This is an optimization exercise on Yosys and OpenROAD, whose aim is small area, a short achievable clock period and few clock cycles per item, not a production implementation. RTL that was checked went through simulation tests only; none was proved equivalent to the original. Only the layout flow was run in runs 2 and 3; the RTL was not checked for function there.

`design/flow/config.mk`:
```
export PLATFORM = sky130hd
export DESIGN_NAME = rake_choose
export DESIGN_NICKNAME = rake_choose
export VERILOG_FILES = /design/flow/design.v
export SDC_FILE = /design/flow/constraint.sdc
export NUM_CORES = 4
export LEC_CHECK = 0
export CAP_MARGIN = 20
export CORE_MARGIN = 2
export CORE_UTILIZATION = 65
export PLACE_DENSITY = 0.75
export SLEW_MARGIN = 20
```
`design/flow/constraint.sdc`:
```
create_clock -name core_clock -period 20.0 [get_ports {clk}]
set_input_delay 4.0000 -clock core_clock [delete_from_list [all_inputs] [get_ports {clk}]]
set_output_delay 4.0000 -clock core_clock [all_outputs]
set_load 0.01 [all_outputs]
```
`design/flow/design.v`:
```
module rake_choose (
    input  wire         clk,
    input  wire         rst,
    input  wire         start,
    input  wire [2:0]   shape_w1,       
    input  wire [2:0]   shape_h1,       
    input  wire [2:0]   policy,
    input  wire [7:0]   cw_kw,          
    input  wire [7:0]   cw_kt,
    input  wire [7:0]   cw_kd,
    input  wire [7:0]   cw_ks,
    input  wire [9:0]   cw_kh,
    input  wire [7:0]   temp_base,      
    input  wire [7:0]   temp_limit,     
    input  wire [30:0]  bucket_size,    
    input  wire         force_place,
    input  wire         carry,
    input  wire [63:0]  exclude,
    input  wire [7:0]   ent_valid,
    input  wire [47:0]  ent_member,     
    input  wire [31:0]  ent_weight,     
    input  wire [47:0]  ent_router,     
    output reg  [5:0]   mem_addr,
    input  wire [82:0]  mem_data,
    output reg          done,
    output reg  [1:0]   status,         
    output wire [5:0]   anchor,
    output wire [31:0]  cost,
    output wire         hit,
    output reg  [6:0]   eligible
);
    localparam [1:0] ST_OK = 2'd0, ST_NO_ROOM = 2'd1, ST_WEAR_BUDGET = 2'd2;
    localparam PASS_TOKENS = 6144;
    localparam [1:0] S_IDLE = 2'd0, S_P1 = 2'd1, S_P1E = 2'd2, S_P2 = 2'd3;
    reg [1:0] state;
    reg [7:0] kw, kt, kd, ks;
    reg [9:0] kh;
    always @(*) begin
        case (policy)
            3'd1:    begin kw = 8'd16; kt = 8'd2;  kd = 8'd2;  ks = 8'd16; kh = 10'd256;  end
            3'd2:    begin kw = 8'd1;  kt = 8'd1;  kd = 8'd32; ks = 8'd16; kh = 10'd1023; end
            3'd3:    begin kw = 8'd2;  kt = 8'd16; kd = 8'd4;  ks = 8'd16; kh = 10'd1023; end
            3'd4:    begin kw = 8'd0;  kt = 8'd0;  kd = 8'd0;  ks = 8'd0;  kh = 10'd0;    end
            3'd5:    begin kw = cw_kw; kt = cw_kt; kd = cw_kd; ks = cw_ks; kh = cw_kh;    end
            default: begin kw = 8'd4;  kt = 8'd2;  kd = 8'd8;  ks = 8'd16; kh = 10'd1023; end
        endcase
    end
    wire [31:0] d_wear      = mem_data[31:0];
    wire [31:0] d_tokens    = mem_data[63:32];
    wire [7:0]  d_temp      = mem_data[71:64];
    wire        d_in_part   = mem_data[72];
    wire        d_retired   = mem_data[73];
    wire        d_avail     = mem_data[74];
    wire        d_ws_holds  = mem_data[75];
    wire        d_ws_match  = mem_data[76];
    wire [5:0]  d_ws_anchor = mem_data[82:77];
    reg  [5:0]  pc;             
    reg         rp;             
    reg  [31:0] wmin;
    reg         wmin_seen;
    reg         c_r;            
    reg         c_vld;
    reg  [3:0]  hrun;           
    reg  [31:0] vcnt;           
    reg  [63:0] mask;           
    reg         any4;
    reg  [30:0] size_s;
    reg  [31:0] size_s3;        
    wire signed [7:0] s_temp  = d_temp;
    wire signed [7:0] s_limit = temp_limit;
    wire signed [7:0] s_base  = temp_base;
    wire ok14 = d_in_part && !exclude[pc] && d_avail && (s_temp < s_limit);
    wire ok5  = !d_tokens[31] && (d_tokens[30:0] >= PASS_TOKENS);
    wire c_now = ok14 && (rp || force_place || ok5);
    wire [5:0] rp_pan  = pc + 6'd1;
    wire [3:0] hrun_n  = !c_r ? 4'd0 : (rp_pan[2:0] == 3'd7) ? 4'd1 : hrun + 4'd1;
    wire       hok     = hrun_n > {1'b0, shape_w1};
    wire [3:0] vhead   = vcnt[3:0];
    wire [3:0] vrun_n  = !hok ? 4'd0 : (rp_pan[5:3] == 3'd7) ? 4'd1 : vhead + 4'd1;
    wire       vok     = vrun_n > {1'b0, shape_h1};
    reg  [5:0]  pos;            
    reg         busy;
    reg  [5:0]  ca;             
    reg  [2:0]  dx, dy;
    reg         xlast, ylast;
    reg  [5:0]  mi;             
    reg  [1:0]  sc;             
    reg  [30:0] dr;
    reg  [7:0]  dl;
    reg  [7:0]  life_r;
    reg  [8:0]  acc_wear;
    reg  [7:0]  acc_temp;
    reg  [6:0]  acc_holds;
    reg         acc_hit;
    reg  [10:0] acc_dist;
    reg         wacc, wfirst, wlast;
    reg  [3:0]  ha0, wa0, ha1, wa1;
    reg  [7:0]  cap_tt;         
    reg         cap_hd, cap_hm;
    reg  [10:0] c_dist;
    wire [6:0]  c_loss = acc_hit ? 7'd0 : acc_holds;
    reg         cbusy;
    reg  [1:0]  cc;
    reg  [7:0]  ksl;            
    reg  [3:0]  khs;            
    reg  [20:0] cacc;
    reg  [5:0]  w_anc;
    reg         fval;
    reg  [5:0]  f_anc;
    reg         f_hit;
    reg         have_best;
    reg  [20:0] best_cost;
    reg  [5:0]  best_anchor;
    reg         best_hit;
    assign anchor = best_anchor;
    assign cost   = {{11{best_cost[20]}}, best_cost};
    assign hit    = best_hit;
    wire [2:0] a_row = ca[5:3];
    wire [2:0] a_col = ca[2:0];
    wire [2:0] m_row = a_row + dy;
    wire [2:0] m_col = a_col + dx;
    wire       lastm = xlast && ylast;
    wire [32:0] s_minus_t = {2'b00, size_s} - {d_tokens[31], d_tokens};
    wire [30:0] g_val = d_tokens[31] ? size_s : s_minus_t[32] ? 31'd0 : s_minus_t[30:0];
    wire [32:0] wdiff = {1'b0, d_wear} - {1'b0, wmin};
    wire [7:0]  life  = wdiff[32] ? 8'd0 : (wdiff[31:18] != 14'd0) ? 8'd255 : wdiff[17:10];
    wire signed [8:0] temp_diff = s_temp - s_base;
    wire [7:0]  tterm = temp_diff[8] ? 8'd0 : temp_diff[7:0];
    wire        hitm  = d_ws_holds && d_ws_match && (d_ws_anchor == ca);
    wire [30:0] n_hi = dr - {8'd0, dr[30:8]} - {30'd0, (dr[7:0] != 8'd0)};
    wire [7:0]  n_lo = 8'd0 - dr[7:0];
    function [38:0] dstep4;
        input [38:0] rl;
        input [30:0] s;
        input [31:0] s3;
        reg   [31:0] r4;
        reg   [32:0] d1, d2, d3;
        begin
            r4 = {rl[37:8], rl[7:6]};
            d1 = {1'b0, r4} - {2'b00, s};
            d2 = {1'b0, r4} - {1'b0, s, 1'b0};
            d3 = {1'b0, r4} - {1'b0, s3};
            if (!d3[32])
                dstep4 = {d3[30:0], rl[5:0], 2'd3};
            else if (!d2[32])
                dstep4 = {d2[30:0], rl[5:0], 2'd2};
            else if (!d1[32])
                dstep4 = {d1[30:0], rl[5:0], 2'd1};
            else
                dstep4 = {r4[30:0], rl[5:0], 2'd0};
        end
    endfunction
    wire [38:0] dv_1 = dstep4({dr, dl}, size_s, size_s3);
    wire [38:0] dv_2 = dstep4(dv_1, size_s, size_s3);
    wire [38:0] dv_n = (sc == 2'd0) ? {g_val, dl} : (sc == 2'd1) ? {n_hi, n_lo} : dv_2;
    wire [8:0]  wsum     = {1'b0, life_r} + {1'b0, dl};
    wire [8:0]  new_wear = (wfirst || wsum > acc_wear) ? wsum : acc_wear;
    wire [7:0]  new_temp = (wfirst || cap_tt > acc_temp) ? cap_tt : acc_temp;
    wire [6:0] n_members = ({4'd0, shape_w1} + 7'd1) * ({4'd0, shape_h1} + 7'd1);
    wire [5:0] e0_member = ent_member[sc*12 +: 6];
    wire [3:0] e0_weight = ent_weight[sc*8 +: 4];
    wire [5:0] e0_router = ent_router[sc*12 +: 6];
    wire       e0_valid  = ent_valid[sc*2];
    wire [5:0] e1_member = ent_member[sc*12 + 6 +: 6];
    wire [3:0] e1_weight = ent_weight[sc*8 + 4 +: 4];
    wire [5:0] e1_router = ent_router[sc*12 + 6 +: 6];
    wire       e1_valid  = ent_valid[sc*2 + 1];
    wire e0_match = busy && e0_valid &&
                    ((e0_member == mi) || ((mi == 6'd0) && ({1'b0, e0_member} >= n_members)));
    wire e1_match = busy && e1_valid &&
                    ((e1_member == mi) || ((mi == 6'd0) && ({1'b0, e1_member} >= n_members)));
    wire [2:0] e0_rd = (m_row > e0_router[5:3]) ? m_row - e0_router[5:3] : e0_router[5:3] - m_row;
    wire [2:0] e0_cd = (m_col > e0_router[2:0]) ? m_col - e0_router[2:0] : e0_router[2:0] - m_col;
    wire [2:0] e1_rd = (m_row > e1_router[5:3]) ? m_row - e1_router[5:3] : e1_router[5:3] - m_row;
    wire [2:0] e1_cd = (m_col > e1_router[2:0]) ? m_col - e1_router[2:0] : e1_router[2:0] - m_col;
    wire [3:0] e0_hops = {1'b0, e0_rd} + {1'b0, e0_cd};
    wire [3:0] e1_hops = {1'b0, e1_rd} + {1'b0, e1_cd};
    wire [8:0]  dsum  = ha0 * wa0 + ha1 * wa1;
    wire [10:0] dist_n = acc_dist + {2'b00, dsum};
    wire [10:0] pp_w = {1'b0, ksl[7] ? acc_wear : 9'd0, 1'b0} + {2'b00, ksl[6] ? acc_wear : 9'd0};
    wire [9:0]  pp_t = {1'b0, ksl[5] ? acc_temp : 8'd0, 1'b0} + {2'b00, ksl[4] ? acc_temp : 8'd0};
    wire [12:0] pp_d = {1'b0, ksl[3] ? c_dist : 11'd0, 1'b0} + {2'b00, ksl[2] ? c_dist : 11'd0};
    wire [8:0]  pp_s = {1'b0, ksl[1] ? c_loss : 7'd0, 1'b0} + {2'b00, ksl[0] ? c_loss : 7'd0};
    wire [13:0] pp   = {3'd0, pp_w} + {4'd0, pp_t} + {1'd0, pp_d} + {5'd0, pp_s};
    wire [20:0] cacc_n = ((cc == 2'd3) ? 21'd0 : {cacc[18:0], 2'b00}) + {7'd0, pp}
                       - (acc_hit ? {17'd0, khs} : 21'd0);
    wire        copy_now = wacc && wlast;
    wire [1:0]  nsl = copy_now ? 2'd3 : cc - 2'd1;
    reg  [7:0]  ksl_n;
    reg  [3:0]  khs_n;
    always @(*) begin
        case (nsl)
            2'd3: begin ksl_n = {kw[7:6], kt[7:6], kd[7:6], ks[7:6]}; khs_n = kh[9:6]; end
            2'd2: begin ksl_n = {kw[5:4], kt[5:4], kd[5:4], ks[5:4]}; khs_n = {2'b00, kh[5:4]}; end
            2'd1: begin ksl_n = {kw[3:2], kt[3:2], kd[3:2], ks[3:2]}; khs_n = {2'b00, kh[3:2]}; end
            default: begin ksl_n = {kw[1:0], kt[1:0], kd[1:0], ks[1:0]}; khs_n = {2'b00, kh[1:0]}; end
        endcase
    end
    wire mask_any = |mask;
    wire take     = (state == S_P2) && mask[63] && (!busy || (sc == 2'd3 && lastm));
    always @(*) begin
        case (state)
            S_P1:    mem_addr = pc - 6'd1;
            S_P2: begin
                if (take)
                    mem_addr = pos;
                else if (sc == 2'd3)
                    mem_addr = xlast ? {m_row + 3'd1, a_col} : {m_row, m_col + 3'd1};
                else
                    mem_addr = {m_row, m_col};
            end
            default: mem_addr = 6'd63;
        endcase
    end
    wire p2_idle = !mask_any && !busy && !wacc && !cbusy;
    always @(posedge clk) begin
        ksl <= ksl_n;
        khs <= khs_n;
        {dr, dl} <= dv_n;
        if (rst) begin
            state <= S_IDLE;
            done  <= 1'b0;
            busy  <= 1'b0;
            wacc  <= 1'b0;
            cbusy <= 1'b0;
            fval  <= 1'b0;
        end else begin
            done <= 1'b0;
            case (state)
                S_IDLE: begin
                    if (start) begin
                        pc          <= 6'd63;
                        rp          <= 1'b0;
                        wmin_seen   <= 1'b0;
                        c_vld       <= 1'b0;
                        any4        <= 1'b0;
                        eligible    <= 7'd0;
                        have_best   <= 1'b0;
                        best_cost   <= 21'd0;
                        best_anchor <= 6'd0;
                        best_hit    <= 1'b0;
                        busy        <= 1'b0;
                        wacc        <= 1'b0;
                        cbusy       <= 1'b0;
                        fval        <= 1'b0;
                        size_s      <= (bucket_size < PASS_TOKENS) ? PASS_TOKENS[30:0] :
                                       (bucket_size > 31'h4000_0000) ? 31'h4000_0000 : bucket_size;
                        state       <= S_P1;
                    end
                end
                S_P1, S_P1E: begin
                    size_s3 <= {1'b0, size_s} + {size_s, 1'b0};
                    if (state == S_P1) begin
                        if (d_in_part && !d_retired && (!wmin_seen || wdiff[32])) begin
                            wmin      <= d_wear;
                            wmin_seen <= 1'b1;
                        end
                        c_r   <= c_now;
                        c_vld <= 1'b1;
                        pc    <= pc - 6'd1;
                        if (pc == 6'd0)
                            state <= S_P1E;
                    end
                    if (c_vld) begin
                        hrun <= hrun_n;
                        vcnt <= {vrun_n, vcnt[31:4]};
                        mask <= {mask[62:0], vok};
                        if (vok) begin
                            if (rp) any4 <= 1'b1;
                            else    eligible <= eligible + 7'd1;
                        end
                    end
                    if (state == S_P1E) begin
                        c_vld    <= 1'b0;
                        pos      <= 6'd63;
                        acc_dist <= 11'd0;
                        ha0      <= 4'd0;
                        ha1      <= 4'd0;
                        if (!rp && (eligible != 7'd0 || vok)) begin
                            state <= S_P2;
                        end else if (!rp && !force_place) begin
                            rp    <= 1'b1;
                            pc    <= 6'd63;
                            state <= S_P1;
                        end else begin
                            status <= (rp && (any4 || vok)) ? ST_WEAR_BUDGET : ST_NO_ROOM;
                            done   <= 1'b1;
                            state  <= S_IDLE;
                        end
                    end
                end
                S_P2: begin
                    if (!mask[63] || take) begin
                        mask <= {mask[62:0], 1'b0};
                        pos  <= pos - 6'd1;
                    end
                    if (take) begin
                        busy  <= 1'b1;
                        ca    <= pos;
                        dx    <= 3'd0;
                        dy    <= 3'd0;
                        mi    <= 6'd0;
                        xlast <= (shape_w1 == 3'd0);
                        ylast <= (shape_h1 == 3'd0);
                        sc    <= 2'd0;
                    end else if (busy) begin
                        sc <= sc + 2'd1;
                        if (sc == 2'd3) begin
                            if (lastm) begin
                                busy <= 1'b0;
                            end else begin
                                mi <= mi + 6'd1;
                                if (xlast) begin
                                    dx    <= 3'd0;
                                    xlast <= (shape_w1 == 3'd0);
                                    dy    <= dy + 3'd1;
                                    ylast <= (dy + 3'd1 == shape_h1);
                                end else begin
                                    dx    <= dx + 3'd1;
                                    xlast <= (dx + 3'd1 == shape_w1);
                                end
                            end
                        end
                    end
                    if (busy) begin
                        case (sc)
                            2'd1: begin
                                life_r <= life;
                                cap_tt <= tterm;
                                cap_hd <= d_ws_holds;
                                cap_hm <= hitm && !carry;
                            end
                            default: ;
                        endcase
                    end
                    wacc   <= busy && (sc == 2'd3);
                    wfirst <= (mi == 6'd0);
                    wlast  <= lastm;
                    if (busy && sc == 2'd3 && lastm)
                        w_anc <= ca;
                    if (wacc) begin
                        acc_wear  <= new_wear;
                        acc_temp  <= new_temp;
                        acc_holds <= (wfirst ? 7'd0 : acc_holds) + {6'd0, cap_hd};
                        acc_hit   <= (wfirst || acc_hit) && cap_hm;
                    end
                    ha0 <= e0_match ? e0_hops : 4'd0;
                    wa0 <= e0_weight;
                    ha1 <= e1_match ? e1_hops : 4'd0;
                    wa1 <= e1_weight;
                    acc_dist <= copy_now ? 11'd0 : dist_n;
                    if (cbusy) begin
                        cacc <= cacc_n;
                        cc   <= cc - 2'd1;
                        if (cc == 2'd3) f_anc <= w_anc;
                        if (cc == 2'd0) begin
                            cbusy <= 1'b0;
                            f_hit <= acc_hit;
                        end
                    end
                    fval <= cbusy && (cc == 2'd0);
                    if (fval) begin
                        if (!have_best || ($signed(cacc) <= $signed(best_cost))) begin
                            have_best   <= 1'b1;
                            best_cost   <= cacc;
                            best_anchor <= f_anc;
                            best_hit    <= f_hit;
                        end
                        if (p2_idle) begin
                            status <= ST_OK;
                            done   <= 1'b1;
                            state  <= S_IDLE;
                        end
                    end
                    if (copy_now) begin
                        c_dist <= dist_n;
                        cbusy  <= 1'b1;
                        cc     <= 2'd3;
                    end
                end
                default: state <= S_IDLE;
            endcase
        end
    end
endmodule
```
`design/flow/run.sh`:
```
#!/bin/bash
# synth_recipe.tcl (not shown) runs the flow's synth.tcl, then flattens the netlist and writes it again
# the make line also repeats each setting of config.mk as NAME=value (left out here)
make -C /OpenROAD-flow-scripts/flow DESIGN_CONFIG=/design/flow/config.mk WORK_HOME=/design/flow/orfs CLKGATE_MAP_FILE= SYNTH_SCRIPT=/design/flow/synth_recipe.tcl finish
```
==> results of run 1 <==
## cell families after synthesis
| kind of cell | after synthesis | share of synthesized area, % |
|---|---|---|
| AND/OR/NAND/NOR | 1228 | 14.2 |
| XOR/XNOR | 335 | 6.69 |
| flip-flops | 449 | 29.6 |
| adder cells (fa/ha/maj) | 681 | 21.3 |
| buffers and inverters | 639 | 5.70 |
| multiplexers | 104 | 4.01 |
| AO/OA/AOI/OAI | 1209 | 18.5 |
## per-stage QoR
step | hold WS (ps) | utilization (%)
2_1_floorplan | 400 | -
3_3_place_gp | 400 | 73.2
3_5_place_dp | 407 | 73.2
4_1_cts | 419 | 75.6
5_1_grt | 428 | 75.7
6_report | 414 | 75.7
## layer usage
metal,track usage (%),wire length (µm)
met2,58.4,58300
met1,52.3,54600
met4,10.0,4120
met5,0,26
met3,7.99,14700
## layout make-up
type                       instances  share of cell area (%)
inverter                         516                    3.82
tap                              873                    2.15
sequential                       449                    25.6
antenna                            5                  0.0247
multi-input combinational       3557                    56.1
clock buffer                      63                    2.75
clock inverter                    27                   0.429
timing repair buffer             472                    9.16
## critical path, stage by stage (launching register included)
cell	delay, ps
edfxtp_1	360
buf_4	210
inv_1	300
ha_1	290
nor2b_1	140
o2111a_1	250
o41a_1	380
o211ai_1	350
nand3_1	200
nand3_1	260
and2_1	290
buf_4	340
nor2_1	80
o21ai_0	450
nand2_1	280
ha_1	430
a21o_1	200
a31o_2	240
a221oi_2	340
o211ai_1	220
nand2_1	150
o21a_1	270
o31ai_4	120
a221o_1	610
nor2_2	520
nand2_1	270
o211a_1	310
## path summary, 6_finish.rpt
kind | slack, ps | cells past startpoint | startpoint | end
worst max-delay path | 11970 | 26 | size_s[1] | dr[29]
worst min-delay path | 410 | 0 | vcnt[5] | vcnt[1]
worst max register to register | 11970 | 26 | size_s[1] | dr[29]
worst min register to register | 410 | 0 | vcnt[5] | vcnt[1]
## layout by cell type (no fill, tap or decap), drive strengths merged, types with 63 or more instances in the layout
master	count
and2	106
xnor2	204
xor2	131
nor3	73
nor2	256
nand2	292
a21o	151
nor2b	103
ha	569
nand2b	92
clkbuf	63
a21oi	323
inv	517
o21ai	227
edfxtp	399
nand3	84
fa	112
o21a	76
clkdlybuf4s50	440
## registers in the layout, indices dropped and copies added (netlist names), 21 cells and up
register	flops
size_s3	32
vcnt	32
best_cost	21
cacc	21
size_s	31
dr	31
wmin	32
mask	64
==> metrics.cfg, run 1 <==
[routing]
firstDrtPassIters = 6
wl_per_cell_um = 22.1
drt_iter0_drc = 4392
wl_um = 132000
num_vias = 37800
antenna_left = 0
drc = 0
viasPerCell = 6.34

[finish]
drive_above_1_share_pct = 4.84
nets = 6111
stdcell_area_um2 = 50700
multi_input_area_um2 = 28400
seqCellArea_um2 = 13000
area_growth_pct = 15.6
fin_cells = 5962
n_fill_cell = 4901

[synthesis]
synth_common_cells = 569 x ha_1, 514 x inv_1, 399 x edfxtp_1, 320 x a21oi_1, 292 x nand2_1
synth.avg_cell_area_um2 = 9.45
synth_top_cell_area_share_pct = 27.3
synth_most_common_cell = ha_1
synthArstFlopShare_pct = 0
ys.flop_type = edfxtp_1
ys_seq_elements = 449
ys_warn_count = 1
synth.distinct_cells = 102
synth_edf_count = 399
synth_area_um2 = 43900
seq_area_frac_synth_pct = 29.6
yosysTopAreaCell = edfxtp_1
netlist_instances = 4645
synthTopCellsByArea = edfxtp_1 27%, ha_1 16%, fa_1 5.1%
syn_nets = 5712

[critical_path]
cp-end-kind = flop
cp-start-kind = flop
critPathMaxFanout = 25
worst_ep_arrival_time_ps = 8520
critical_path_class = reg -> reg
worstPathRequired_ps = 20490

[flow_run]
cap_viol_max_count = 0

[die]
start_util_pct = 65.4
fp.dieH_um = 264
die-width_um = 264
core_um2 = 67000
ios = 441
die_area_um2 = 69600
std_cell_rows = 95

[clock_network]
cts_root_buf = clkbuf_16
cts_htree_levels = 2
cts.sinks = 449
max-clock-path-buffers = 3
cts_hold_buf = 0
clk-insertion-delay-late_ps = 610
post_cts_buffers = 0
cts-resized-gates = 0
cts_made_buffers = 48
cts.clk_slew.worst_paths_ps = 60
tritoncts = yes

[placement]
dp_hpwl_um = 107000
dp.cells = 5867
io_buffers = 440
place_congestion = 1.03
pre_cts_ws_ps = 11550
placed_area_um2 = 49100

[sta]
drv_slew = 0
rsz0062_at_grt = no
finalSetupTns_ps = 0
worst_slack_ps = 11970
finalCriticalPeriod_ps = 8030
clock_skew_ps = 34.6
max-slew-margin-rel_pct = 26.5
worst_slew_pin_slew_ps = 1100
finalCritPeriodShare_pct = 40.1
setup_viol = 0
max_freq_mhz = 125
finalHoldViolations = 0

[global_routing]
grt_max_degree = 65
antenna_found_initial = 8
grt_pass1_vias = 36400
grt_pass1_wl_um = 202000
grt.overflow.total = 0
gr-usage-all-layers_pct = 37.2

[status]
status = finished clean

[worst_hold_path]
hold_class = reg -> reg

Testbench counts, summed over its fixed seeds: cycles 79,350, decisions 384.
==> run 2: changes to the inputs <==
--- a/design/flow/design.v
+++ b/design/flow/design.v
@@ -290,7 +290,10 @@
                     end
                 end
                 S_P2: begin
-                    if (!mask[63] || take) begin
+                    if (mask[63:56] == 8'd0) begin
+                        mask <= {mask[55:0], 8'd0};
+                        pos  <= pos - 6'd8;
+                    end else if (!mask[63] || take) begin
                         mask <= {mask[62:0], 1'b0};
                         pos  <= pos - 6'd1;
                     end
==> design/flow/flow/run.sh (new file) <==
#!/bin/bash
# The standard layout (standard synthesis, floorplan, placement, CTS, routing),
# with one change: the buffers that global placement puts on every input and output
# port are sky130_fd_sc_hd__buf_1 instead of the delay buffer ORFS picks by default.
set -euo pipefail
bash standard.sh BUFFER_PORTS_ARGS="-buffer_cell sky130_fd_sc_hd__buf_1" finish > standard.log 2>&1
==> design/flow/standard.sh (new file) <==
#!/bin/bash
# synth_recipe.tcl (not shown) runs the flow's synth.tcl, then flattens the netlist and writes it again
# the make line also repeats each setting of config.mk as NAME=value (left out here)
make -C /OpenROAD-flow-scripts/flow DESIGN_CONFIG=/design/flow/config.mk WORK_HOME=/design/flow/orfs CLKGATE_MAP_FILE= SYNTH_SCRIPT=/design/flow/synth_recipe.tcl "${@:-finish}"
removed: design/flow/run.sh
==> metrics.cfg, run 2 <==
[status]
status = finished clean

[sta]
setup_viol = 0
clock_skew_ps = 23.6
finalHoldViolations = 0
finalSetupTns_ps = 0
holdWs_ps = 413
worst_slack_ps = 11840
rsz0062_at_grt = no
finalCriticalPeriod_ps = 8160
drv_slew = 0
worst_slew_pin_slew_ps = 1100
max_freq_mhz = 123
max-slew-margin-rel_pct = 26.2
finalCritPeriodShare_pct = 40.8

[worst_hold_path]
whs_path_depth = 0
hp-start = vcnt[5]
hold_class = reg -> reg

[placement]
placed_area_um2 = 47600
dp_hpwl_um = 113000
place_congestion = 1.02
io_buffers = 440
dp.cells = 6096
pre_cts_ws_ps = 11830

[routing]
wl_um = 139000
antenna_left = 0
wl_per_cell_um = 22.5
firstDrtPassIters = 7
drc = 0
num_vias = 39400
drt_iter0_drc = 4199
viasPerCell = 6.36

[synthesis]
synth.distinct_cells = 105
ys_warn_count = 1
synthArstFlopShare_pct = 0
netlist_instances = 4821
syn_nets = 5889
synthTopCellsByArea = edfxtp_1 27%, ha_1 16%, fa_1 5.0%
synth_common_cells = 570 x ha_1, 503 x inv_1, 399 x edfxtp_1, 354 x a21oi_1, 321 x nand2_1
ys.flop_type = edfxtp_1
synth_edf_count = 399
synth_most_common_cell = ha_1
synth_area_um2 = 45000
yosysTopAreaCell = edfxtp_1
synth.avg_cell_area_um2 = 9.34
seq_area_frac_synth_pct = 28.8
synth_top_cell_area_share_pct = 26.6
ys_seq_elements = 449

[global_routing]
grt_pass1_vias = 37600
grtUsageMet3_pct = 10.7
grt_max_degree = 65
grt_pass1_wl_um = 211000
antenna_found_initial = 8
use_met2_pct = 58.2
gr-usage-all-layers_pct = 38.4
grt-busiest-layer = met2
use_met1_pct = 53.7
grt.overflow.total = 0

[finish]
largest_reg_flops = 64
n_fill_cell = 5290
fin_util_pct = 71.9
area_growth_pct = 9.46
drive_above_1_share_pct = 5.82
stdcell_area_um2 = 49300
fin_cells = 6192
layout_common_cells = 569 x ha_1, 503 x inv_1, 440 x buf_1, 399 x edfxtp_1, 352 x a21oi_1
top_register = mask
layout_commonest_cell = ha_1
nets = 6284

[critical_path]
worstPathRequired_ps = 20480
crit_family = compound AO/OA/AOI/OAI gates
rr_worst_depth = 22
worst_ep_arrival_time_ps = 8630
critical_path_class = reg -> reg
critPathBufInv = 1
path_cells = ha_1 > fa_1 > nand2b_1 > a21oi_1 > o21ai_2 > o2111ai_2 > nand2_1 > a2111oi_0 > o31ai_1 > a31oi_1 > ha_1 > a21oi_1 > o21ai_0 > and2_1 > a31oi_1 > a21oi_1 > a221o_1 > buf_4 > nor2_1 > nand2_1 > a211oi_1 > o22ai_1
slowest_delay_ps = 700
cp-end-kind = flop
rr_startpoint = size_s[0]
critPathMaxFanout = 22
startpoint = size_s[0]
slowest_stage = a2111oi_0
crit_top_cell = a21oi_1
cp-start-kind = flop
crit_cells = 22

[clock_network]
cts-resized-gates = 0
cts_made_buffers = 49
cts_root_buf = clkbuf_16
max-clock-path-buffers = 3
tritoncts = yes
cts.sinks = 449
cts_hold_buf = 0
clk-insertion-delay-late_ps = 620
cts.clk_slew.worst_paths_ps = 70
post_cts_buffers = 0
cts_htree_levels = 2

[die]
core_um2 = 68600
die-width_um = 267
std_cell_rows = 96
fp.dieH_um = 267
start_util_pct = 65.7
ios = 441
die_area_um2 = 71400

[flow_run]
cap_viol_max_count = 0

[run 2: changes by cell type after synthesis, sizes merged, moves of 15 or more]
cell	delta
o211ai	+22
o21a	+15
nor2	+42
nand2	+30
a21o	-32
and3	+18
o21ai	+20
mux2	+42
xor2	-20
a21oi	+36
[run 2: cells by family (layout without fill, tap and decap cells)]
logic type | Yosys count | after routing | share of synthesized area [%]
compound gates | 1287 | 1287 | 19.1
simple gates | 1287 | 1287 | 14.3
fa+ha+maj | 682 | 682 | 20.8
buf+inv | 641 | 1075 | 5.55
flops | 449 | 449 | 28.8
xor+xnor | 327 | 327 | 6.36
mux | 148 | 148 | 4.99
other cells | 0 | 6 | 0
[run 2: path summary, 6_finish.rpt]
path	end	slack [ps]
worst max-delay path	dr[13]	11840
worst min-delay path	vcnt[1]	410
worst max register to register	dr[13]	11840
worst min register to register	vcnt[1]	410
[run 2: layout make-up]
type                            count  area (µm²)  share of cell area (%)
Sequential cell                   449       13000                    26.3
Antenna cell                        6        15.0                  0.0305
Inverter                          506        1900                    3.85
Timing Repair Buffer              479        1940                    3.94
Tap cell                          931        1160                    2.36
Multi-Input combinational cell   3731       29600                    60.1
Clock inverter                     36         379                   0.769
Clock buffer                       54        1290                    2.61
[run 2: metal layers]
layer / share of wire, % / wire (µm)
met1: 42 / 58000
met2: 43 / 60600
met3: 12 / 16800
met4: 2.9 / 4040
met5: 0.0079 / 11
==> run 3: changes to the inputs <==
--- a/design/flow/config.mk
+++ b/design/flow/config.mk
@@ -7,6 +7,6 @@
 export LEC_CHECK = 0
 export CAP_MARGIN = 20
 export CORE_MARGIN = 2
-export CORE_UTILIZATION = 65
-export PLACE_DENSITY = 0.75
+export CORE_UTILIZATION = 70
+export PLACE_DENSITY = 0.8
 export SLEW_MARGIN = 20
==> metrics.cfg, run 3 <==
[synthesis]
synthArstFlopShare_pct = 0
ys_seq_elements = 449
seq_area_frac_synth_pct = 28.8
synth_most_common_cell = ha_1
synth.avg_cell_area_um2 = 9.34
ys.flop_type = edfxtp_1
yosysTopAreaCell = edfxtp_1
synthTopCellsByArea = edfxtp_1 27%, ha_1 16%, fa_1 5.0%
synth_top_cell_area_share_pct = 26.6
synth_edf_count = 399
netlist_instances = 4821
synth_area_um2 = 45000
ys_warn_count = 1
synth_common_cells = 570 x ha_1, 503 x inv_1, 399 x edfxtp_1, 354 x a21oi_1, 321 x nand2_1
syn_nets = 5889
synth.distinct_cells = 105

[die]
fp.dieH_um = 258
start_util_pct = 71.1
std_cell_rows = 92
ios = 441
die_area_um2 = 66400
die-width_um = 258
core_um2 = 63300

[sta]
finalHoldViolations = 0
rsz0062_at_grt = no
drv_slew = 0
setup_viol = 0
max-slew-margin-rel_pct = 29.0
max_freq_mhz = 117
clock_skew_ps = 31.5
finalCriticalPeriod_ps = 8530
worst_slew_pin_slew_ps = 1050
finalCritPeriodShare_pct = 42.7
finalSetupTns_ps = 0

[finish]
n_fill_cell = 4321
area_growth_pct = 9.34
fin_util_pct = 77.8
largest_reg_flops = 64
multi_input_area_um2 = 29600
top_register = mask
layout_commonest_cell = ha_1
drive_above_1_share_pct = 5.71
seqCellArea_um2 = 13000
nets = 6280
layout_common_cells = 569 x ha_1, 503 x inv_1, 440 x buf_1, 399 x edfxtp_1, 352 x a21oi_1

[routing]
antenna_left = 0
wl_per_cell_um = 23.2
num_vias = 40200
wl_um = 142000
drc = 0
viasPerCell = 6.57
drt_iter0_drc = 5004
firstDrtPassIters = 8

[global_routing]
grt_max_degree = 65
grt.overflow.total = 0
grt_pass1_wl_um = 215000
antenna_found_initial = 12
gr-usage-all-layers_pct = 41.5
grt_pass1_vias = 38900

[critical_path]
worstPathRequired_ps = 20480
cp-start-kind = flop
cp-end-kind = flop
critical_path_class = reg -> reg
worst_ep_arrival_time_ps = 9010
critPathMaxFanout = 34
startpoint = size_s[0]
rr_startpoint = size_s[0]

[placement]
place_congestion = 1.05
io_buffers = 440
dp_hpwl_um = 113000

[clock_network]
clk-insertion-delay-late_ps = 620
max-clock-path-buffers = 3
cts.clk_slew.worst_paths_ps = 60
post_cts_buffers = 0
cts_root_buf = clkbuf_16
cts.sinks = 449
cts_hold_buf = 0
cts-resized-gates = 0
tritoncts = yes
cts_htree_levels = 2
cts_made_buffers = 50

[worst_hold_path]
hp-start = vcnt[30]
hold_class = reg -> reg

[flow_run]
cap_viol_max_count = 0

[status]
status = finished clean

[run 3: worst max-delay path, stage by stage (launching register included)]
cell,delay [ps]
edfxtp_1,600
ha_1,340
fa_1,400
nand2b_1,210
a21oi_1,330
o21ai_2,220
o2111ai_2,310
and2_1,170
buf_4,350
o21ai_0,430
nand2_1,160
o21ai_0,80
o21ai_0,570
inv_1,190
ha_1,380
nor2b_1,160
o31ai_1,550
a21oi_1,140
a21oi_1,240
o31ai_1,240
a31oi_1,570
o21a_1,220
buf_4,240
nand2_1,370
nor2_1,500
o211ai_1,170
a22o_1,220
[run 3: logic make-up (layout without fill, tap and decap cells)]
| group | count (synthesis) | after routing | share of synthesized area, % |
|---|---|---|---|
| AO/OA/AOI/OAI | 1287 | 1287 | 19.1 |
| XOR/XNOR | 327 | 327 | 6.36 |
| adder cells (fa/ha/maj) | 682 | 682 | 20.8 |
| buffers and inverters | 641 | 1073 | 5.55 |
| flip-flops | 449 | 449 | 28.8 |
| multiplexers | 148 | 148 | 4.99 |
| other | 0 | 11 | 0 |
| AND/OR/NAND/NOR | 1287 | 1287 | 14.3 |
[run 3: final cells by class]
| type | instances | share of cell area [%] |
|---|---|---|
| inverters | 506 | 3.86 |
| clock inverters | 26 | 0.676 |
| diodes | 11 | 0.0559 |
| repair buffers | 474 | 3.87 |
| flip-flops and latches | 449 | 26.4 |
| multi-input cells | 3731 | 60.1 |
| well taps | 846 | 2.15 |
| clock buffers | 67 | 2.88 |
[run 3: layer usage]
layer / vias up / wire, µm / GRT usage [%]
met4: 4 / 5760 / 15.6
met1: 19000 / 55700 / 56.1
li1: 18400 / - / -
met3: 375 / 18200 / 11.8
met2: 2395 / 62100 / 63.6
met5: - / 27 / 0
[run 3: path summary, 6_finish.rpt]
kind                            endpoint  slack (ps)  cells past startpoint
worst max-delay path               dr[2]       11470                     26
worst min register to register  vcnt[26]         420                      0
worst max register to register     dr[2]       11470                     26
worst min-delay path            vcnt[26]         420                      0
[run 3: stage by stage]
stage,hold slack (ps),instance area [µm²],instances,setup slack (ps)
after floorplan,400,45000,4821,5040
after global placement,401,47500,6006,11920
after detailed placement,405,47500,6006,11860
after CTS,419,49200,6099,11840
after global routing,422,49200,6108,11260
final,420,49200,6110,11470
==> run 4: changes to the inputs <==
--- a/design/flow/design.v
+++ b/design/flow/design.v
@@ -63,7 +63,6 @@
     reg  [3:0]  hrun;           
     reg  [31:0] vcnt;           
     reg  [63:0] mask;           
-    reg         any4;
     reg  [30:0] size_s;
     reg  [31:0] size_s3;        
     wire signed [7:0] s_temp  = d_temp;
@@ -231,9 +230,9 @@
                     if (start) begin
                         pc          <= 6'd63;
                         rp          <= 1'b0;
+                        wmin        <= 32'd0;
                         wmin_seen   <= 1'b0;
                         c_vld       <= 1'b0;
-                        any4        <= 1'b0;
                         eligible    <= 7'd0;
                         have_best   <= 1'b0;
                         best_cost   <= 21'd0;
@@ -266,8 +265,13 @@
                         vcnt <= {vrun_n, vcnt[31:4]};
                         mask <= {mask[62:0], vok};
                         if (vok) begin
-                            if (rp) any4 <= 1'b1;
-                            else    eligible <= eligible + 7'd1;
+                            if (rp) begin
+                                status <= ST_WEAR_BUDGET;
+                                done   <= 1'b1;
+                                state  <= S_IDLE;
+                            end else begin
+                                eligible <= eligible + 7'd1;
+                            end
                         end
                     end
                     if (state == S_P1E) begin
@@ -283,7 +287,7 @@
                             pc    <= 6'd63;
                             state <= S_P1;
                         end else begin
-                            status <= (rp && (any4 || vok)) ? ST_WEAR_BUDGET : ST_NO_ROOM;
+                            status <= (rp && vok) ? ST_WEAR_BUDGET : ST_NO_ROOM;
                             done   <= 1'b1;
                             state  <= S_IDLE;
                         end
--- a/design/flow/config.mk
+++ b/design/flow/config.mk
@@ -7,6 +7,6 @@
 export LEC_CHECK = 0
 export CAP_MARGIN = 20
 export CORE_MARGIN = 2
-export CORE_UTILIZATION = 70
-export PLACE_DENSITY = 0.8
+export CORE_UTILIZATION = 65
+export PLACE_DENSITY = 0.75
 export SLEW_MARGIN = 20
==> metrics.cfg, run 4 <==
[synthesis]
netlist_instances = 4792
synthTopCellsByArea = edfxtp_1 27%, ha_1 16%, fa_1 5.0%
seq_area_frac_synth_pct = 29.0
synth_area_um2 = 44700
ys_seq_elements = 448
synth_most_common_cell = ha_1
synth_common_cells = 570 x ha_1, 525 x inv_1, 398 x edfxtp_1, 366 x a21oi_1, 298 x nand2_1
synth_edf_count = 398
synthArstFlopShare_pct = 0
synth.avg_cell_area_um2 = 9.33
synth_top_cell_area_share_pct = 26.7
syn_nets = 5860
ys.flop_type = edfxtp_1
ys_warn_count = 1
synth.distinct_cells = 102
yosysTopAreaCell = edfxtp_1

[placement]
io_buffers = 440
dp_hpwl_um = 111000
dp.cells = 6012
place_congestion = 1.05

[finish]
layout_commonest_cell = ha_1
top_register = mask
fin_util_pct = 71.5
drive_above_1_share_pct = 5.47
nets = 6253
fin_cells = 6110
area_growth_pct = 9.32
n_fill_cell = 5420
seqCellArea_um2 = 13000
layout_common_cells = 568 x ha_1, 525 x inv_1, 439 x buf_1, 398 x edfxtp_1, 366 x a21oi_1
multi_input_area_um2 = 29300
largest_reg_flops = 64

[global_routing]
grt_pass1_wl_um = 208000
grt_pass1_vias = 36800
antenna_found_initial = 7
grt_max_degree = 65
gr-usage-all-layers_pct = 37.9
grt.overflow.total = 0

[sta]
worst_slew_pin_slew_ps = 1170
max_freq_mhz = 125
finalCriticalPeriod_ps = 7970
finalSetupTns_ps = 0
setup_viol = 0
holdWs_ps = 419
rsz0062_at_grt = no
drv_slew = 0
finalHoldViolations = 0
clock_skew_ps = 23.2
finalCritPeriodShare_pct = 39.9
max-slew-margin-rel_pct = 22.1

[worst_hold_path]
hold_class = reg -> reg
whs_path_depth = 0
hp-start = vcnt[19]
whs_endpoint = vcnt[15]

[clock_network]
cts.sinks = 448
post_cts_buffers = 0
cts-resized-gates = 0
cts_htree_levels = 2
cts.clk_slew.worst_paths_ps = 60
cts_root_buf = clkbuf_16
cts_hold_buf = 0
clk-insertion-delay-late_ps = 620
cts_made_buffers = 51
tritoncts = yes
max-clock-path-buffers = 3

[routing]
drt_iter0_drc = 3675
num_vias = 38900
viasPerCell = 6.37
drc = 0
wl_um = 138000
firstDrtPassIters = 6
antenna_left = 0
wl_per_cell_um = 22.5

[die]
start_util_pct = 65.4
fp.dieH_um = 266
ios = 441
core_um2 = 68300
die_area_um2 = 70900
std_cell_rows = 96
die-width_um = 266

[critical_path]
worstPathRequired_ps = 20480
rr_worst_depth = 27
critical_path_class = reg -> reg
critPathMaxFanout = 27
cp-start-kind = flop
rr_startpoint = size_s[9]
worst_ep_arrival_time_ps = 8450
worstReg2RegEnd = dr[29]
cp-end-kind = flop
ff2ff_setup_slack_ps = 12030

[status]
status = finished clean

[flow_run]
cap_viol_max_count = 0

-- run 4: worst max-delay path by stage --
| stage | startpoint | end | cells after the start |
|---|---|---|---|
| floorplan | rst | mask[0] | 2 |
| global placement | mem_data[32] | dr[6] | 17 |
| detailed placement | mem_data[32] | dr[6] | 17 |
| CTS | dl[6] | dr[30] | 25 |
| global route | size_s[9] | dr[29] | 27 |
| finish | size_s[9] | dr[29] | 27 |
-- run 4: cell families after synthesis --
family | synth area share (%)
AND/OR/NAND/NOR | 14.2
AO/OA/AOI/OAI | 18.3
buffers and inverters | 5.79
adder cells (fa/ha/maj) | 21.0
flip-flops | 29.0
XOR/XNOR | 6.68
multiplexers | 5.10
-- run 4: final cells by class --
class                      count  share of cell area, %
clock inverter                26                  0.514
clock buffer                  67                   2.84
timing repair buffer         475                   4.00
antenna                        3                 0.0154
multi-input combinational   3684                   59.8
inverter                     525                   4.03
sequential                   448                   26.5
tap                          882                   2.26
-- run 4: worst max-delay path, stage by stage, from the launching register on --
cell,delay (ps)
edfxtp_1,630
inv_1,260
ha_1,400
a21oi_1,220
o211ai_1,130
a21oi_1,250
a31oi_1,230
or3_4,440
a31o_1,220
buf_4,240
nor2_1,170
a21oi_1,80
a21oi_1,340
inv_1,180
ha_1,360
nor2b_1,160
o31a_1,260
o221ai_1,380
o211ai_1,260
o21ai_1,300
o21a_1,300
o21ai_1,160
a211o_1,320
buf_4,250
nor2_1,740
a221oi_1,220
o31ai_1,130
o221ai_1,170
-- run 4: through the flow --
stage          area (µm²)  setup WS [ps]
2_1_floorplan       44700           4960
3_3_place_gp        47200          11760
3_5_place_dp        47200          11730
4_1_cts             48800          12230
5_1_grt             48900          11610
6_report            48900          12030
-- run 4: routing by layer --
| metal | part of all wire [%] | global-route usage (%) | vias up |
|---|---|---|---|
| met3 | 9.9 | 8.36 | 357 |
| met2 | 44 | 59.4 | 1941 |
| met4 | 4.5 | 15.1 | 8 |
| li1 | - | - | 18200 |
| met5 | 0.036 | 0 | - |
| met1 | 41 | 51.3 | 18400 |
Testbench counts of run 4, summed over its fixed seeds: cycles 75,703, decisions 384.
==> run 5: changes to the inputs <==
==> design/flow/flow/run.sh (replaced) <==
#!/bin/bash
set -euo pipefail
bash standard.sh BUFFER_PORTS_ARGS="-buffer_cell sky130_fd_sc_hd__buf_1" SETUP_SLACK_MARGIN=12 finish > standard.log 2>&1
==> metrics.cfg, run 5 <==
[status]
status = finished clean

[sta]
clock_skew_ps = 35.3
finalSetupTns_ps = 0
finalHoldViolations = 0
worst_slew_pin_slew_ps = 1110
worst_slack_ps = 12190
finalCriticalPeriod_ps = 7810
max-slew-margin-rel_pct = 25.0
holdWs_ps = 416
finalCritPeriodShare_pct = 39.0
setup_viol = 0
drv_slew = 0
rsz0062_at_grt = no
max_freq_mhz = 128

[routing]
num_vias = 39600
firstDrtPassIters = 8
drt_iter0_drc = 4489
highest_layer = met5
met2_length_um = 61400
wl_um = 142000
drt-met1-wl_um = 58200
antenna_left = 0
viasPerCell = 6.47
route.met3.wl_um = 16500
wl_per_cell_um = 23.2
drc = 0

[finish]
nets = 6257
drive_above_1_share_pct = 6.00
layout_commonest_cell = ha_1
fin_util_pct = 71.9
stdcell_area_um2 = 49100
seqCellArea_um2 = 13000
area_growth_pct = 9.88
multi_input_area_um2 = 29400
top_register = mask
n_fill_cell = 5358
largest_reg_flops = 64
layout_common_cells = 569 x ha_1, 524 x inv_1, 439 x buf_1, 398 x edfxtp_1, 365 x a21oi_1
fin_cells = 6113

[die]
start_util_pct = 65.4
std_cell_rows = 96
core_um2 = 68300
ios = 441
die_area_um2 = 70900
fp.dieH_um = 266
die-width_um = 266

[synthesis]
synth.distinct_cells = 102
synth_most_common_cell = ha_1
ys.flop_type = edfxtp_1
seq_area_frac_synth_pct = 29.0
ys_seq_elements = 448
synth.avg_cell_area_um2 = 9.33
ys_warn_count = 1
netlist_instances = 4792
synth_top_cell_area_share_pct = 26.7
synth_common_cells = 570 x ha_1, 525 x inv_1, 398 x edfxtp_1, 366 x a21oi_1, 298 x nand2_1
yosysTopAreaCell = edfxtp_1
synth_area_um2 = 44700
synth_edf_count = 398
syn_nets = 5860
synthTopCellsByArea = edfxtp_1 27%, ha_1 16%, fa_1 5.0%
synthArstFlopShare_pct = 0

[worst_hold_path]
whs_path_depth = 0
hold_class = reg -> reg
hp-start = vcnt[14]
whs_endpoint = vcnt[10]

[clock_network]
cts_htree_levels = 2
cts_made_buffers = 50
max-clock-path-buffers = 3
cts_root_buf = clkbuf_16
cts.sinks = 448
cts_hold_buf = 0
cts.clk_slew.worst_paths_ps = 60
tritoncts = yes
clk-insertion-delay-late_ps = 620

[placement]
dp.cells = 6010
place_congestion = 1.11
pre_cts_ws_ps = 11560
placed_area_um2 = 47200
dp_hpwl_um = 113000
io_buffers = 440

[critical_path]
critPathMaxFanout = 27
ff2ff_setup_slack_ps = 12190
critical_path_class = reg -> reg
worstPathRequired_ps = 20490
worstReg2RegEnd = dr[3]
cp-end-kind = flop
rr_worst_depth = 26
cp-start-kind = flop
worst_ep_arrival_time_ps = 8290
rr_startpoint = size_s[6]

[global_routing]
antenna_found_initial = 2
grt_pass1_vias = 37000
grt_max_degree = 65
gr-usage-all-layers_pct = 38.9
grt_pass1_wl_um = 213000
grt.overflow.total = 0

[flow_run]
cap_viol_max_count = 0

-- run 5: kinds of logic (layout without fill, tap and decap cells) --
| group | Yosys count | in the layout | share of synthesized area (%) |
|---|---|---|---|
| buffers and inverters | 660 | 1095 | 5.79 |
| multiplexers | 151 | 151 | 5.10 |
| flip-flops | 448 | 448 | 29.0 |
| AND/OR/NAND/NOR | 1252 | 1254 | 14.2 |
| adder cells (fa/ha/maj) | 682 | 682 | 21.0 |
| AO/OA/AOI/OAI | 1258 | 1259 | 18.3 |
| XOR/XNOR | 341 | 341 | 6.68 |
| other | 0 | 1 | 0 |
-- run 5: repair_timing --
| item | CTS | global route |
|---|---|---|
| pin swaps | 0 | 3 |
| setup buffers | 0 | 3 |
| cloned | 0 | 3 |
| gates resized for setup | 3 | 17 |
| setup endpoints to repair | 6 | 37 |
-- run 5: how the worst max path moves through the flow --
stage	from	to	slack, ps	depth (start not counted)
6_report	size_s[6]	dr[3]	12190	26
5_1_grt	size_s[1]	dr[3]	12030	26
4_1_cts	dl[6]	dr[3]	12090	28
3_5_place_dp	mem_data[32]	dr[6]	11560	16
3_3_place_gp	mem_data[32]	dr[6]	11600	16
2_1_floorplan	mem_data[4]	wmin[0]	12250	13
-- run 5: worst max-delay path: stages (launching register included) --
cell	delay [ps]
edfxtp_1	640
inv_1	250
ha_1	420
a21oi_1	220
o211ai_1	130
a21oi_1	260
a31oi_1	270
or3_4	490
a31o_1	220
buf_4	230
nor2_1	190
a21oi_1	110
a21oi_2	250
inv_1	130
ha_1	340
nor2b_1	160
o31a_1	280
o221ai_2	340
o211ai_1	320
o21ai_1	360
o21a_1	300
o21ai_1	160
a211oi_2	250
buf_4	340
nand2_1	350
o31a_1	380
a221o_1	280
-- run 5: area by class of cell --
type                       instances  share of cell area, %
multi-input combinational       3687                   59.8
sequential                       448                   26.4
timing repair buffer             477                   4.04
inverter                         525                   4.01
clock buffer                      56                   2.59
tap                              882                   2.25
clock inverter                    37                  0.914
antenna                            1                0.00509
-- run 5: metal layers --
metal,GRT usage (%),up-vias
li1,-,18100
met4,14.0,4
met3,9.83,394
met2,59.0,2321
met5,0,-
met1,54.0,18700
==> run 6: changes to the inputs <==
--- a/design/flow/design.v
+++ b/design/flow/design.v
@@ -65,6 +65,7 @@
     reg  [63:0] mask;           
     reg  [30:0] size_s;
     reg  [31:0] size_s3;        
+    reg         s3_prev, s3_cy;
     wire signed [7:0] s_temp  = d_temp;
     wire signed [7:0] s_limit = temp_limit;
     wire signed [7:0] s_base  = temp_base;
@@ -77,6 +78,7 @@
     wire [3:0] vhead   = vcnt[3:0];
     wire [3:0] vrun_n  = !hok ? 4'd0 : (rp_pan[5:3] == 3'd7) ? 4'd1 : vhead + 4'd1;
     wire       vok     = vrun_n > {1'b0, shape_h1};
+    wire s3_bit = (pc != 6'd32) && size_s[0];
     reg  [5:0]  pos;            
     reg         busy;
     reg  [5:0]  ca;             
@@ -229,6 +231,8 @@
                 S_IDLE: begin
                     if (start) begin
                         pc          <= 6'd63;
+                        s3_prev     <= 1'b0;
+                        s3_cy       <= 1'b0;
                         rp          <= 1'b0;
                         wmin        <= 32'd0;
                         wmin_seen   <= 1'b0;
@@ -248,7 +252,13 @@
                     end
                 end
                 S_P1, S_P1E: begin
-                    size_s3 <= {1'b0, size_s} + {size_s, 1'b0};
+                    if (state == S_P1 && pc[5]) begin
+                        size_s3 <= {s3_bit ^ s3_prev ^ s3_cy, size_s3[31:1]};
+                        s3_cy   <= (s3_bit & s3_prev) | (s3_bit & s3_cy) | (s3_prev & s3_cy);
+                        s3_prev <= s3_bit;
+                        if (pc != 6'd32)
+                            size_s <= {size_s[0], size_s[30:1]};
+                    end
                     if (state == S_P1) begin
                         if (d_in_part && !d_retired && (!wmin_seen || wdiff[32])) begin
                             wmin      <= d_wear;
@@ -283,8 +293,10 @@
                         if (!rp && (eligible != 7'd0 || vok)) begin
                             state <= S_P2;
                         end else if (!rp && !force_place) begin
-                            rp    <= 1'b1;
-                            pc    <= 6'd63;
+                            rp      <= 1'b1;
+                            pc      <= 6'd63;
+                            s3_prev <= 1'b0;
+                            s3_cy   <= 1'b0;
                             state <= S_P1;
                         end else begin
                             status <= (rp && vok) ? ST_WEAR_BUDGET : ST_NO_ROOM;
==> metrics.cfg, run 6 <==
[synthesis]
synth_edf_count = 400
synthXorXnorAreaFrac_pct = 5.95
netlist_instances = 4827
synth_top_family_by_area = adder cells
seq_area_frac_synth_pct = 29.2
synth_most_common_cell = ha_1
synthAdderAreaFrac_pct = 20.2
synthArstFlopShare_pct = 0
synth_top_cell_area_share_pct = 26.9
synth_area_um2 = 44600
yosysTopAreaCell = edfxtp_1
synth_common_cells = 541 x ha_1, 519 x inv_1, 400 x edfxtp_1, 345 x nand2_1, 335 x a21oi_1
synth.avg_cell_area_um2 = 9.24
ys_warn_count = 1
synth_mux_area_share_pct = 5.35
synth_compound_area_share_pct = 18.6
syn_nets = 5866
ys_seq_elements = 450
ys.flop_type = edfxtp_1
synthTopCellsByArea = edfxtp_1 27%, ha_1 15%, fa_1 5.0%
synth.distinct_cells = 93
synth-simple-area-share_pct = 15.0

[sta]
finalHoldViolations = 0
finalSetupTns_ps = 0
clock_skew_ps = 17.7
rsz0062_at_grt = no
finalCriticalPeriod_ps = 7760
worst_slack_ps = 12240
drv_slew = 0
worst_slew_pin_slew_ps = 1100
finalCritPeriodShare_pct = 38.8
max-slew-margin-rel_pct = 26.2
max_freq_mhz = 129
setup_viol = 0

[die]
fp.dieH_um = 266
die-width_um = 266
die_area_um2 = 70800
start_util_pct = 65.4
std_cell_rows = 96
ios = 441
core_um2 = 68200

[finish]
layout_commonest_cell = ha_1
top_register = mask
nets = 6248
layout_common_cells = 539 x ha_1, 519 x inv_1, 440 x buf_1, 400 x edfxtp_1, 344 x nand2_1
largest_reg_flops = 64
drive_above_1_share_pct = 6.25
area_growth_pct = 9.55

[routing]
drc = 0
firstDrtPassIters = 6
antenna_left = 0
wl_per_cell_um = 22.3
drt_iter0_drc = 4565
num_vias = 39300
viasPerCell = 6.39
wl_um = 137000

[placement]
io_buffers = 440
dp_hpwl_um = 111000
pre_cts_ws_ps = 11860
place_congestion = 1.01

[status]
status = finished clean

[clock_network]
cts.clk_slew.worst_paths_ps = 60
post_cts_buffers = 0
tritoncts = yes
max-clock-path-buffers = 3
clk-insertion-delay-late_ps = 630
cts_made_buffers = 51
cts.sinks = 450
cts_htree_levels = 2
cts_root_buf = clkbuf_16

[global_routing]
grt_max_degree = 65
grt_pass1_wl_um = 208000
grt_pass1_vias = 36700
gr-usage-all-layers_pct = 38.0
antenna_found_initial = 9
grt.overflow.total = 0

[critical_path]
critical_path_class = reg -> reg
worstPathRequired_ps = 20440
critPathMaxFanout = 39
cp-end-kind = flop
worst_ep_arrival_time_ps = 8200
ff2ff_setup_slack_ps = 12240
cp-start-kind = flop

[worst_hold_path]
hold_class = reg -> reg

[flow_run]
cap_viol_max_count = 0

[run 6: repair_timing]
item                                    CTS  global route
hold buffers                              0             0
gates resized for setup                   0             7
endpoints found under the setup margin    0            23
[run 6: path summary, 6_finish.rpt]
| kind | startpoint | depth (start not counted) | endpoint |
|---|---|---|---|
| min | vcnt[23] | 0 | vcnt[19] |
| min reg2reg | vcnt[23] | 0 | vcnt[19] |
| max reg2reg | dl[6] | 25 | dr[6] |
| max | dl[6] | 25 | dr[6] |
[run 6: kinds of logic after synthesis]
| family | count (synthesis) |
|---|---|
| AND/OR/NAND/NOR | 1326 |
| AO/OA/AOI/OAI | 1263 |
| buffers and inverters | 671 |
| adder cells (fa/ha/maj) | 653 |
| flip-flops | 450 |
| XOR/XNOR | 303 |
| multiplexers | 161 |
[run 6: per-stage QoR]
stage | instances | cell area, µm² | util, % | hold slack, ps
5_1_grt | 6140 | 48900 | 71.6 | 423
4_1_cts | 6133 | 48800 | 71.6 | 419
6_report | 6142 | 48900 | 71.6 | 418
2_1_floorplan | 4827 | 44700 | - | 400
3_3_place_gp | 6037 | 47100 | 69.1 | 401
3_5_place_dp | 6037 | 47100 | 69.1 | 405
[run 6: final cells by class]
class                           count  area, µm²
Antenna cell                        8       20.0
Clock buffer                       64       1370
Clock inverter                     32        339
Fill cell                        5334      19300
Inverter                          520       1950
Multi-Input combinational cell   3706      29100
Sequential cell                   450      13000
Tap cell                          882       1100
Timing Repair Buffer              480       1960
[run 6: worst max-delay path, cell delays in order (launching register included)]
cell	delay, ps
edfxtp_1	470
inv_1	130
ha_1	160
inv_1	50
fa_1	410
a211oi_1	370
o21ai_1	130
a31oi_1	490
o211ai_1	410
a31o_2	370
a21oi_2	120
buf_4	390
mux2i_1	500
ha_1	360
nor2b_1	170
o31a_1	300
a221oi_2	440
o22a_1	290
o21ai_1	170
nand2_1	150
o21ai_0	210
a211oi_4	260
buf_4	460
mux2_2	390
a21oi_1	210
a221oi_1	80
[run 6: metal layers]
metal  routed length (µm)  up-vias  track usage, %
met5                   13        -               0
met4                 4020        2            11.2
met3                14200      246            7.35
met2                60100     1969            58.3
met1                58900    18700            54.6
li1                     -    18400               -
Testbench counts of run 6, summed over its fixed seeds: cycles 75,703, decisions 384.

afterwards: timing with drivers on the ports:
The results above use ideal ports. As a check the final layouts listed here were re-extracted and re-timed, cells and wires unchanged. Step 1 assumes that a clkbuf_16 drives the clock port and a buf_2 every other input. Step 2, shift: input delay + t, output delay - t, t = (earliest + latest rising clock arrival at the registers) / 2. This alone moves slack from input paths to output paths. Slacks: ideal / step 1 / step 2; pairs: ideal / step 1.
run	t, ns	slack for setup (ns)	worst hold slack (ns)	worst setup path at the end
run 1	0.659	11.975 / 11.975 / 11.485	0.414 / 0.414 / 0.414	input to register
run 2	0.669	11.842 / 11.842 / 11.676	0.413 / 0.413 / 0.413	input to register
run 3	0.671	11.468 / 11.468 / 11.468	0.420 / 0.420 / 0.420	register to register
run 4	0.679	12.025 / 12.025 / 11.443	0.419 / 0.419 / 0.419	input to register
run 5	0.674	12.191 / 12.191 / 11.747	0.416 / 0.416 / 0.416	input to register
run 6	0.689	12.243 / 12.243 / 11.830	0.418 / 0.418 / 0.418	input to register
After both steps every run listed still meets setup and hold. The setup slack of run 4, which loses most, moves by 0.000 ns with the drivers and by -0.582 ns with both steps.
